This is an optimization exercise on Yosys and OpenROAD, whose aim is small area and a short achievable clock period, not a production implementation.
Where RTL was checked, it was by simulation tests only, not by an equivalence proof against the original.
No activity file was given, so power comes from the tool's default toggle rates.

==> run a <==
Design le_fpu, start of the top module:
module le_fpu (
    input  wire        clk,
    input  wire        rst,         
    input  wire        in_valid,
    input  wire [31:0] in_insn,
    input  wire [31:0] in_a,        
    input  wire [31:0] in_b,        
    output reg         out_valid,
    output reg         out_fault,   
    output reg         out_wen,     
    output reg  [4:0]  out_rd,
    output reg  [31:0] out_data
);
==> flow/config.mk <==
export PLATFORM = sky130hd
export DESIGN_NAME = le_fpu
export DESIGN_NICKNAME = le_fpu
export VERILOG_FILES = /design/flow/design.v
export SDC_FILE = /design/flow/constraint.sdc
export NUM_CORES = 4
export LEC_CHECK = 0
export CAP_MARGIN = 20
export CORE_MARGIN = 2
export CORE_UTILIZATION = 45
export SLEW_MARGIN = 20
export SYNTH_HIERARCHICAL = 1
export SYNTH_MINIMUM_KEEP_SIZE = 0
==> flow/constraint.sdc <==
create_clock -name core_clock -period 16.0 [get_ports {clk}]
set_input_delay 3.2000 -clock core_clock [delete_from_list [all_inputs] [get_ports {clk}]]
set_output_delay 3.2000 -clock core_clock [all_outputs]
set_load 0.01 [all_outputs]
standard.sh (not shown) runs the stock make flow with config.mk's settings and CLKGATE_MAP_FILE= SYNTH_SCRIPT=/design/flow/synth_recipe.tcl, a recipe that flattens the netlist after the stock synthesis.
==> flow/flow/run.sh <==
#!/bin/bash
set -euo pipefail
export SETUP_SLACK_MARGIN=${SETUP_SLACK_MARGIN:-6}
export BUFFER_PORTS_ARGS="-buffer_cell sky130_fd_sc_hd__buf_2"
bash standard.sh > run.log 2>&1
==> inputs of run b, as changes to run a <==
--- a/flow/design.v
+++ b/flow/design.v
@@ -237,25 +237,26 @@
     wire g5_30;
     le_fpu_gc u_g5_30 (.gh(g4_30), .ph(p4_30), .gl(g4_15), .g(g5_30));
     wire g5_31;
     le_fpu_gc u_g5_31 (.gh(g4_31), .ph(p4_31), .gl(g4_15), .g(g5_31));
     assign s = p0 ^ {g5_30, g5_29, g5_28, g5_27, g5_26, g5_25, g5_24, g5_23, g5_22, g5_21, g5_20, g5_19, g5_18, g5_17, g5_16, g4_15, g4_14, g4_13, g4_12, g4_11, g4_10, g4_9, g4_8, g3_7, g3_6, g3_5, g3_4, g2_3, g2_2, g1_1, gc0, cin};
     assign cout = g5_31;
 endmodule
-module le_fpu_add26l (
+module le_fpu_add26 (
     input  wire [25:0] x,
     input  wire [25:0] y,
     input  wire        cin,
     output wire [25:0] s,
     output wire        cout
 );
     wire [25:0] p0 = x ^ y;
     wire [25:0] g0 = x & y;
-    wire g1_1, p1_1;
-    le_fpu_pc u_g1_1 (.gh(g0[1]), .ph(p0[1]), .gl(g0[0]), .pl(p0[0]), .g(g1_1), .p(p1_1));
+    wire gc0 = g0[0] | (p0[0] & cin);
+    wire g1_1;
+    le_fpu_gc u_g1_1 (.gh(g0[1]), .ph(p0[1]), .gl(gc0), .g(g1_1));
     wire g1_3, p1_3;
     le_fpu_pc u_g1_3 (.gh(g0[3]), .ph(p0[3]), .gl(g0[2]), .pl(p0[2]), .g(g1_3), .p(p1_3));
     wire g1_5, p1_5;
     le_fpu_pc u_g1_5 (.gh(g0[5]), .ph(p0[5]), .gl(g0[4]), .pl(p0[4]), .g(g1_5), .p(p1_5));
     wire g1_7, p1_7;
     le_fpu_pc u_g1_7 (.gh(g0[7]), .ph(p0[7]), .gl(g0[6]), .pl(p0[6]), .g(g1_7), .p(p1_7));
     wire g1_9, p1_9;
@@ -272,18 +273,18 @@
     le_fpu_pc u_g1_19 (.gh(g0[19]), .ph(p0[19]), .gl(g0[18]), .pl(p0[18]), .g(g1_19), .p(p1_19));
     wire g1_21, p1_21;
     le_fpu_pc u_g1_21 (.gh(g0[21]), .ph(p0[21]), .gl(g0[20]), .pl(p0[20]), .g(g1_21), .p(p1_21));
     wire g1_23, p1_23;
     le_fpu_pc u_g1_23 (.gh(g0[23]), .ph(p0[23]), .gl(g0[22]), .pl(p0[22]), .g(g1_23), .p(p1_23));
     wire g1_25, p1_25;
     le_fpu_pc u_g1_25 (.gh(g0[25]), .ph(p0[25]), .gl(g0[24]), .pl(p0[24]), .g(g1_25), .p(p1_25));
-    wire g2_2, p2_2;
-    le_fpu_pc u_g2_2 (.gh(g0[2]), .ph(p0[2]), .gl(g1_1), .pl(p1_1), .g(g2_2), .p(p2_2));
-    wire g2_3, p2_3;
-    le_fpu_pc u_g2_3 (.gh(g1_3), .ph(p1_3), .gl(g1_1), .pl(p1_1), .g(g2_3), .p(p2_3));
+    wire g2_2;
+    le_fpu_gc u_g2_2 (.gh(g0[2]), .ph(p0[2]), .gl(g1_1), .g(g2_2));
+    wire g2_3;
+    le_fpu_gc u_g2_3 (.gh(g1_3), .ph(p1_3), .gl(g1_1), .g(g2_3));
     wire g2_6, p2_6;
     le_fpu_pc u_g2_6 (.gh(g0[6]), .ph(p0[6]), .gl(g1_5), .pl(p1_5), .g(g2_6), .p(p2_6));
     wire g2_7, p2_7;
     le_fpu_pc u_g2_7 (.gh(g1_7), .ph(p1_7), .gl(g1_5), .pl(p1_5), .g(g2_7), .p(p2_7));
     wire g2_10, p2_10;
     le_fpu_pc u_g2_10 (.gh(g0[10]), .ph(p0[10]), .gl(g1_9), .pl(p1_9), .g(g2_10), .p(p2_10));
     wire g2_11, p2_11;
@@ -296,22 +297,22 @@
     le_fpu_pc u_g2_18 (.gh(g0[18]), .ph(p0[18]), .gl(g1_17), .pl(p1_17), .g(g2_18), .p(p2_18));
     wire g2_19, p2_19;
     le_fpu_pc u_g2_19 (.gh(g1_19), .ph(p1_19), .gl(g1_17), .pl(p1_17), .g(g2_19), .p(p2_19));
     wire g2_22, p2_22;
     le_fpu_pc u_g2_22 (.gh(g0[22]), .ph(p0[22]), .gl(g1_21), .pl(p1_21), .g(g2_22), .p(p2_22));
     wire g2_23, p2_23;
     le_fpu_pc u_g2_23 (.gh(g1_23), .ph(p1_23), .gl(g1_21), .pl(p1_21), .g(g2_23), .p(p2_23));
-    wire g3_4, p3_4;
-    le_fpu_pc u_g3_4 (.gh(g0[4]), .ph(p0[4]), .gl(g2_3), .pl(p2_3), .g(g3_4), .p(p3_4));
-    wire g3_5, p3_5;
-    le_fpu_pc u_g3_5 (.gh(g1_5), .ph(p1_5), .gl(g2_3), .pl(p2_3), .g(g3_5), .p(p3_5));
-    wire g3_6, p3_6;
-    le_fpu_pc u_g3_6 (.gh(g2_6), .ph(p2_6), .gl(g2_3), .pl(p2_3), .g(g3_6), .p(p3_6));
-    wire g3_7, p3_7;
-    le_fpu_pc u_g3_7 (.gh(g2_7), .ph(p2_7), .gl(g2_3), .pl(p2_3), .g(g3_7), .p(p3_7));
+    wire g3_4;
+    le_fpu_gc u_g3_4 (.gh(g0[4]), .ph(p0[4]), .gl(g2_3), .g(g3_4));
+    wire g3_5;
+    le_fpu_gc u_g3_5 (.gh(g1_5), .ph(p1_5), .gl(g2_3), .g(g3_5));
+    wire g3_6;
+    le_fpu_gc u_g3_6 (.gh(g2_6), .ph(p2_6), .gl(g2_3), .g(g3_6));
+    wire g3_7;
+    le_fpu_gc u_g3_7 (.gh(g2_7), .ph(p2_7), .gl(g2_3), .g(g3_7));
     wire g3_12, p3_12;
     le_fpu_pc u_g3_12 (.gh(g0[12]), .ph(p0[12]), .gl(g2_11), .pl(p2_11), .g(g3_12), .p(p3_12));
     wire g3_13, p3_13;
     le_fpu_pc u_g3_13 (.gh(g1_13), .ph(p1_13), .gl(g2_11), .pl(p2_11), .g(g3_13), .p(p3_13));
     wire g3_14, p3_14;
     le_fpu_pc u_g3_14 (.gh(g2_14), .ph(p2_14), .gl(g2_11), .pl(p2_11), .g(g3_14), .p(p3_14));
     wire g3_15, p3_15;
@@ -320,108 +321,56 @@
     le_fpu_pc u_g3_20 (.gh(g0[20]), .ph(p0[20]), .gl(g2_19), .pl(p2_19), .g(g3_20), .p(p3_20));
     wire g3_21, p3_21;
     le_fpu_pc u_g3_21 (.gh(g1_21), .ph(p1_21), .gl(g2_19), .pl(p2_19), .g(g3_21), .p(p3_21));
     wire g3_22, p3_22;
     le_fpu_pc u_g3_22 (.gh(g2_22), .ph(p2_22), .gl(g2_19), .pl(p2_19), .g(g3_22), .p(p3_22));
     wire g3_23, p3_23;
     le_fpu_pc u_g3_23 (.gh(g2_23), .ph(p2_23), .gl(g2_19), .pl(p2_19), .g(g3_23), .p(p3_23));
-    wire g4_8, p4_8;
-    le_fpu_pc u_g4_8 (.gh(g0[8]), .ph(p0[8]), .gl(g3_7), .pl(p3_7), .g(g4_8), .p(p4_8));
-    wire g4_9, p4_9;
-    le_fpu_pc u_g4_9 (.gh(g1_9), .ph(p1_9), .gl(g3_7), .pl(p3_7), .g(g4_9), .p(p4_9));
-    wire g4_10, p4_10;
-    le_fpu_pc u_g4_10 (.gh(g2_10), .ph(p2_10), .gl(g3_7), .pl(p3_7), .g(g4_10), .p(p4_10));
-    wire g4_11, p4_11;
-    le_fpu_pc u_g4_11 (.gh(g2_11), .ph(p2_11), .gl(g3_7), .pl(p3_7), .g(g4_11), .p(p4_11));
-    wire g4_12, p4_12;
-    le_fpu_pc u_g4_12 (.gh(g3_12), .ph(p3_12), .gl(g3_7), .pl(p3_7), .g(g4_12), .p(p4_12));
-    wire g4_13, p4_13;
-    le_fpu_pc u_g4_13 (.gh(g3_13), .ph(p3_13), .gl(g3_7), .pl(p3_7), .g(g4_13), .p(p4_13));
-    wire g4_14, p4_14;
-    le_fpu_pc u_g4_14 (.gh(g3_14), .ph(p3_14), .gl(g3_7), .pl(p3_7), .g(g4_14), .p(p4_14));
-    wire g4_15, p4_15;
-    le_fpu_pc u_g4_15 (.gh(g3_15), .ph(p3_15), .gl(g3_7), .pl(p3_7), .g(g4_15), .p(p4_15));
+    wire g4_8;
+    le_fpu_gc u_g4_8 (.gh(g0[8]), .ph(p0[8]), .gl(g3_7), .g(g4_8));
+    wire g4_9;
+    le_fpu_gc u_g4_9 (.gh(g1_9), .ph(p1_9), .gl(g3_7), .g(g4_9));
+    wire g4_10;
+    le_fpu_gc u_g4_10 (.gh(g2_10), .ph(p2_10), .gl(g3_7), .g(g4_10));
+    wire g4_11;
+    le_fpu_gc u_g4_11 (.gh(g2_11), .ph(p2_11), .gl(g3_7), .g(g4_11));
+    wire g4_12;
+    le_fpu_gc u_g4_12 (.gh(g3_12), .ph(p3_12), .gl(g3_7), .g(g4_12));
+    wire g4_13;
+    le_fpu_gc u_g4_13 (.gh(g3_13), .ph(p3_13), .gl(g3_7), .g(g4_13));
+    wire g4_14;
+    le_fpu_gc u_g4_14 (.gh(g3_14), .ph(p3_14), .gl(g3_7), .g(g4_14));
+    wire g4_15;
+    le_fpu_gc u_g4_15 (.gh(g3_15), .ph(p3_15), .gl(g3_7), .g(g4_15));
     wire g4_24, p4_24;
     le_fpu_pc u_g4_24 (.gh(g0[24]), .ph(p0[24]), .gl(g3_23), .pl(p3_23), .g(g4_24), .p(p4_24));
     wire g4_25, p4_25;
     le_fpu_pc u_g4_25 (.gh(g1_25), .ph(p1_25), .gl(g3_23), .pl(p3_23), .g(g4_25), .p(p4_25));
-    wire g5_16, p5_16;
-    le_fpu_pc u_g5_16 (.gh(g0[16]), .ph(p0[16]), .gl(g4_15), .pl(p4_15), .g(g5_16), .p(p5_16));
-    wire g5_17, p5_17;
-    le_fpu_pc u_g5_17 (.gh(g1_17), .ph(p1_17), .gl(g4_15), .pl(p4_15), .g(g5_17), .p(p5_17));
-    wire g5_18, p5_18;
-    le_fpu_pc u_g5_18 (.gh(g2_18), .ph(p2_18), .gl(g4_15), .pl(p4_15), .g(g5_18), .p(p5_18));
-    wire g5_19, p5_19;
-    le_fpu_pc u_g5_19 (.gh(g2_19), .ph(p2_19), .gl(g4_15), .pl(p4_15), .g(g5_19), .p(p5_19));
-    wire g5_20, p5_20;
-    le_fpu_pc u_g5_20 (.gh(g3_20), .ph(p3_20), .gl(g4_15), .pl(p4_15), .g(g5_20), .p(p5_20));
-    wire g5_21, p5_21;
-    le_fpu_pc u_g5_21 (.gh(g3_21), .ph(p3_21), .gl(g4_15), .pl(p4_15), .g(g5_21), .p(p5_21));
-    wire g5_22, p5_22;
-    le_fpu_pc u_g5_22 (.gh(g3_22), .ph(p3_22), .gl(g4_15), .pl(p4_15), .g(g5_22), .p(p5_22));
-    wire g5_23, p5_23;
-    le_fpu_pc u_g5_23 (.gh(g3_23), .ph(p3_23), .gl(g4_15), .pl(p4_15), .g(g5_23), .p(p5_23));
-    wire g5_24, p5_24;
-    le_fpu_pc u_g5_24 (.gh(g4_24), .ph(p4_24), .gl(g4_15), .pl(p4_15), .g(g5_24), .p(p5_24));
-    wire g5_25, p5_25;
-    le_fpu_pc u_g5_25 (.gh(g4_25), .ph(p4_25), .gl(g4_15), .pl(p4_15), .g(g5_25), .p(p5_25));
-    wire c1;
-    le_fpu_gc u_c1 (.gh(g0[0]), .ph(p0[0]), .gl(cin), .g(c1));
-    wire c2;
-    le_fpu_gc u_c2 (.gh(g1_1), .ph(p1_1), .gl(cin), .g(c2));
-    wire c3;
-    le_fpu_gc u_c3 (.gh(g2_2), .ph(p2_2), .gl(cin), .g(c3));
-    wire c4;
-    le_fpu_gc u_c4 (.gh(g2_3), .ph(p2_3), .gl(cin), .g(c4));
-    wire c5;
-    le_fpu_gc u_c5 (.gh(g3_4), .ph(p3_4), .gl(cin), .g(c5));
-    wire c6;
-    le_fpu_gc u_c6 (.gh(g3_5), .ph(p3_5), .gl(cin), .g(c6));
-    wire c7;
-    le_fpu_gc u_c7 (.gh(g3_6), .ph(p3_6), .gl(cin), .g(c7));
-    wire c8;
-    le_fpu_gc u_c8 (.gh(g3_7), .ph(p3_7), .gl(cin), .g(c8));
-    wire c9;
-    le_fpu_gc u_c9 (.gh(g4_8), .ph(p4_8), .gl(cin), .g(c9));
-    wire c10;
-    le_fpu_gc u_c10 (.gh(g4_9), .ph(p4_9), .gl(cin), .g(c10));
-    wire c11;
-    le_fpu_gc u_c11 (.gh(g4_10), .ph(p4_10), .gl(cin), .g(c11));
-    wire c12;
-    le_fpu_gc u_c12 (.gh(g4_11), .ph(p4_11), .gl(cin), .g(c12));
-    wire c13;
-    le_fpu_gc u_c13 (.gh(g4_12), .ph(p4_12), .gl(cin), .g(c13));
-    wire c14;
-    le_fpu_gc u_c14 (.gh(g4_13), .ph(p4_13), .gl(cin), .g(c14));
-    wire c15;
-    le_fpu_gc u_c15 (.gh(g4_14), .ph(p4_14), .gl(cin), .g(c15));
-    wire c16;
-    le_fpu_gc u_c16 (.gh(g4_15), .ph(p4_15), .gl(cin), .g(c16));
-    wire c17;
-    le_fpu_gc u_c17 (.gh(g5_16), .ph(p5_16), .gl(cin), .g(c17));
-    wire c18;
-    le_fpu_gc u_c18 (.gh(g5_17), .ph(p5_17), .gl(cin), .g(c18));
-    wire c19;
-    le_fpu_gc u_c19 (.gh(g5_18), .ph(p5_18), .gl(cin), .g(c19));
-    wire c20;
-    le_fpu_gc u_c20 (.gh(g5_19), .ph(p5_19), .gl(cin), .g(c20));
-    wire c21;
-    le_fpu_gc u_c21 (.gh(g5_20), .ph(p5_20), .gl(cin), .g(c21));
-    wire c22;
-    le_fpu_gc u_c22 (.gh(g5_21), .ph(p5_21), .gl(cin), .g(c22));
-    wire c23;
-    le_fpu_gc u_c23 (.gh(g5_22), .ph(p5_22), .gl(cin), .g(c23));
-    wire c24;
-    le_fpu_gc u_c24 (.gh(g5_23), .ph(p5_23), .gl(cin), .g(c24));
-    wire c25;
-    le_fpu_gc u_c25 (.gh(g5_24), .ph(p5_24), .gl(cin), .g(c25));
-    wire c26;
-    le_fpu_gc u_c26 (.gh(g5_25), .ph(p5_25), .gl(cin), .g(c26));
-    assign s = p0 ^ {c25, c24, c23, c22, c21, c20, c19, c18, c17, c16, c15, c14, c13, c12, c11, c10, c9, c8, c7, c6, c5, c4, c3, c2, c1, cin};
-    assign cout = c26;
+    wire g5_16;
+    le_fpu_gc u_g5_16 (.gh(g0[16]), .ph(p0[16]), .gl(g4_15), .g(g5_16));
+    wire g5_17;
+    le_fpu_gc u_g5_17 (.gh(g1_17), .ph(p1_17), .gl(g4_15), .g(g5_17));
+    wire g5_18;
+    le_fpu_gc u_g5_18 (.gh(g2_18), .ph(p2_18), .gl(g4_15), .g(g5_18));
+    wire g5_19;
+    le_fpu_gc u_g5_19 (.gh(g2_19), .ph(p2_19), .gl(g4_15), .g(g5_19));
+    wire g5_20;
+    le_fpu_gc u_g5_20 (.gh(g3_20), .ph(p3_20), .gl(g4_15), .g(g5_20));
+    wire g5_21;
+    le_fpu_gc u_g5_21 (.gh(g3_21), .ph(p3_21), .gl(g4_15), .g(g5_21));
+    wire g5_22;
+    le_fpu_gc u_g5_22 (.gh(g3_22), .ph(p3_22), .gl(g4_15), .g(g5_22));
+    wire g5_23;
+    le_fpu_gc u_g5_23 (.gh(g3_23), .ph(p3_23), .gl(g4_15), .g(g5_23));
+    wire g5_24;
+    le_fpu_gc u_g5_24 (.gh(g4_24), .ph(p4_24), .gl(g4_15), .g(g5_24));
+    wire g5_25;
+    le_fpu_gc u_g5_25 (.gh(g4_25), .ph(p4_25), .gl(g4_15), .g(g5_25));
+    assign s = p0 ^ {g5_24, g5_23, g5_22, g5_21, g5_20, g5_19, g5_18, g5_17, g5_16, g4_15, g4_14, g4_13, g4_12, g4_11, g4_10, g4_9, g4_8, g3_7, g3_6, g3_5, g3_4, g2_3, g2_2, g1_1, gc0, cin};
+    assign cout = g5_25;
 endmodule
 module le_fpu_add22 (
     input  wire [21:0] x,
     input  wire [21:0] y,
     input  wire        cin,
     output wire [21:0] s,
     output wire        cout
@@ -1907,23 +1856,14 @@
     le_fpu_add22 u_mul_lo (
         .x   (mul_s[21:0]),
         .y   (mul_c[21:0]),
         .cin (1'b0),
         .s   (mul_lo),
         .cout(mul_cy)
     );
-    wire [25:0] mul_hi;
-    wire        mul_hi_co;
-    le_fpu_add26l u_mul_hi (
-        .x   (mul_s[47:22]),
-        .y   (mul_c[47:22]),
-        .cin (mul_cy),
-        .s   (mul_hi),
-        .cout(mul_hi_co)
-    );
     wire [21:0] mul_t  = mul_s[21:0] ^ mul_c[21:0];
     wire [21:0] mul_o  = {mul_s[20:0] | mul_c[20:0], 1'b0};
     wire        mul_st = (mul_t != mul_o);
     wire mag_a_ge = b_zero | (~a_zero & a_ge);
     wire mag_a_le = a_zero | (~b_zero & (~a_ge | a_eq));
     wire a_le_b = (sa & ~sb) | (~sa & ~sb & mag_a_le) | (sa & sb & mag_a_ge);
     wire a_ge_b = (~sa & sb) | (~sa & ~sb & mag_a_ge) | (sa & sb & mag_a_le);
@@ -1958,15 +1898,15 @@
                 c_zero = 1'b1;
                 c_sign = sa & sb_eff;
             end else
                 c_rnd = 1'b1;
         end else if (f_mul) begin
             c_sign = sa ^ sb;
             c_exp  = {2'd0, ea} + {2'd0, eb} - 10'd126;
-            c_val  = {mul_hi, 1'b0, mul_st, 4'd0};
+            c_val  = {mul_s[47:22], mul_cy, mul_st, 4'd0};
             if (a_nan | b_nan | (a_inf & b_zero) | (b_inf & a_zero))
                 c_nan = 1'b1;
             else if (a_inf | b_inf)
                 c_inf = 1'b1;
             else if (a_zero | b_zero)
                 c_zero = 1'b1;
             else
@@ -1986,14 +1926,15 @@
             end else if (a_inf | cvt_sat)
                 c_sat = 1'b1;
         end
     end
     reg        r_rnd, r_sign, r_nan, r_inf, r_zero, r_sat, r_cfi, r_inc, r_mul;
     reg [9:0]  r_exp;
     reg [31:0] r_val;
+    reg [25:0] r_mc;                     
     reg        r_valid, r_fault, r_wen;
     reg [4:0]  r_rd;
     always @(posedge clk) begin
         if (rst)
             r_valid <= 1'b0;
         else
             r_valid <= in_valid;
@@ -2009,23 +1950,32 @@
         r_zero  <= c_zero;
         r_sat   <= c_sat;
         r_cfi   <= c_cfi;
         r_inc   <= c_inc;
         r_mul   <= c_mul;
         r_exp   <= c_exp;
         r_val   <= c_val;
+        r_mc    <= mul_c[47:22];
     end
     wire [31:0] nz;
     wire [4:0]  lz_n;
     le_fpu_norm u_norm (
         .x (r_val),
         .n (nz),
         .lz(lz_n)
     );
-    wire [25:0] mp   = r_val[31:6];
+    wire [25:0] mp;
+    wire        mp_co;
+    le_fpu_add26 u_mul_hi (
+        .x   (r_val[31:6]),
+        .y   (r_mc),
+        .cin (r_val[5]),
+        .s   (mp),
+        .cout(mp_co)
+    );
     wire [31:0] nm   = mp[25] ? {mp, r_val[4], 5'd0} : {mp[24:0], r_val[4], 6'd0};
     wire [31:0] nn   = r_mul ? nm : nz;
     wire [4:0]  lz   = r_mul ? {4'd0, ~mp[25]} : lz_n;
     wire        g_n  = nn[7];
     wire        s_n  = (nn[6:0] != 7'd0);
     wire        up   = g_n & (s_n | nn[8]);
     wire [24:0] m_r  = {1'b0, nn[31:8]} + {24'd0, up};
==> flow/flow/run.sh (replaced) <==
#!/bin/bash
set -euo pipefail
export SETUP_SLACK_MARGIN=${SETUP_SLACK_MARGIN:-7}
export BUFFER_PORTS_ARGS="-buffer_cell sky130_fd_sc_hd__buf_2"
bash standard.sh > run.log 2>&1
==> summary of the runs <==
Of run b and run a, run b has the higher clock power (gap about 14%, measured against run a).
In run b the flip-flop and latch count is higher than in run a, by 26.
In run b the cell count is larger than in run a, by about 1.7%.
Against run b, the die area of run a is smaller by 0.70%.
Of run a and run b, run b has the higher design area (gap about 3.5%, measured against run b).
Non-clock buffer count: run b is higher than run a (82).
==> figures <==
| metric | run b | run a |
|---|---|---|
| Cell-internal power | 2.65 mW | 3.81 mW |
| Met2 Usage GRT | 53.2% | 52.2% |
| Clock share of power | 3.7% | 2.1% |
| Half-perimeter wire length after detailed placement | 83.6 mm | 82.8 mm |
| Initial antenna violation count | 8 | 7 |
| Run status | no timing/DRC/antenna violations | no timing/DRC/antenna violations |
| Setup Slack @ Placement | 4.57 ns | 3.99 ns |
| Buffers inserted during post-CTS setup optimization | 120 | 45 |
| Max-slew headroom at the worst pin | 23.1% | 21.3% |
| Max Clock Freq | 0.103 GHz | 0.0986 GHz |
| Share of layout cells above drive strength 1 | 27.3% | 23.7% |
| Chip Width | 273 microns | 272 microns |
| Number of gates resized after cts | 347 | 266 |
| Non-clock buffer area fraction after layout | 10.6% | 9.07% |
Only the layout flow was run in run a; the RTL was not checked for function there.

==> afterwards: timing with drivers on the ports <==
Ports are ideal in the flow. The routed layouts listed here were re-timed in OpenROAD. Step 1, drivers: a clkbuf_16 drives clk and a buf_2 each remaining input, both assumed. Step 2 adds t to the input delays and takes it off the output delays; t is the mean of the earliest and latest rising clock arrival at the registers after step 1. Input paths then give back, and output paths get back, about the clock's delay inside the block. Three values: ideal, step 1, step 2; two values: the first two.
run | shift t [ns] | setup WS [ns] | worst setup path at the end | slew at the worst register clock pin (ns) | pins driven straight from the clock port
run a | 0.366 | 5.861 / 5.845 / 5.478 | input to register | 0.06 / 0.06 | 1
run b | 0.389 | 6.266 / 6.175 / 5.787 | input to register | 0.07 / 0.07 | 1
After both steps setup and hold are still met in every run listed. For run b, which loses most, drivers alone change the setup slack by -0.091 ns; drivers and shift together by -0.479 ns.
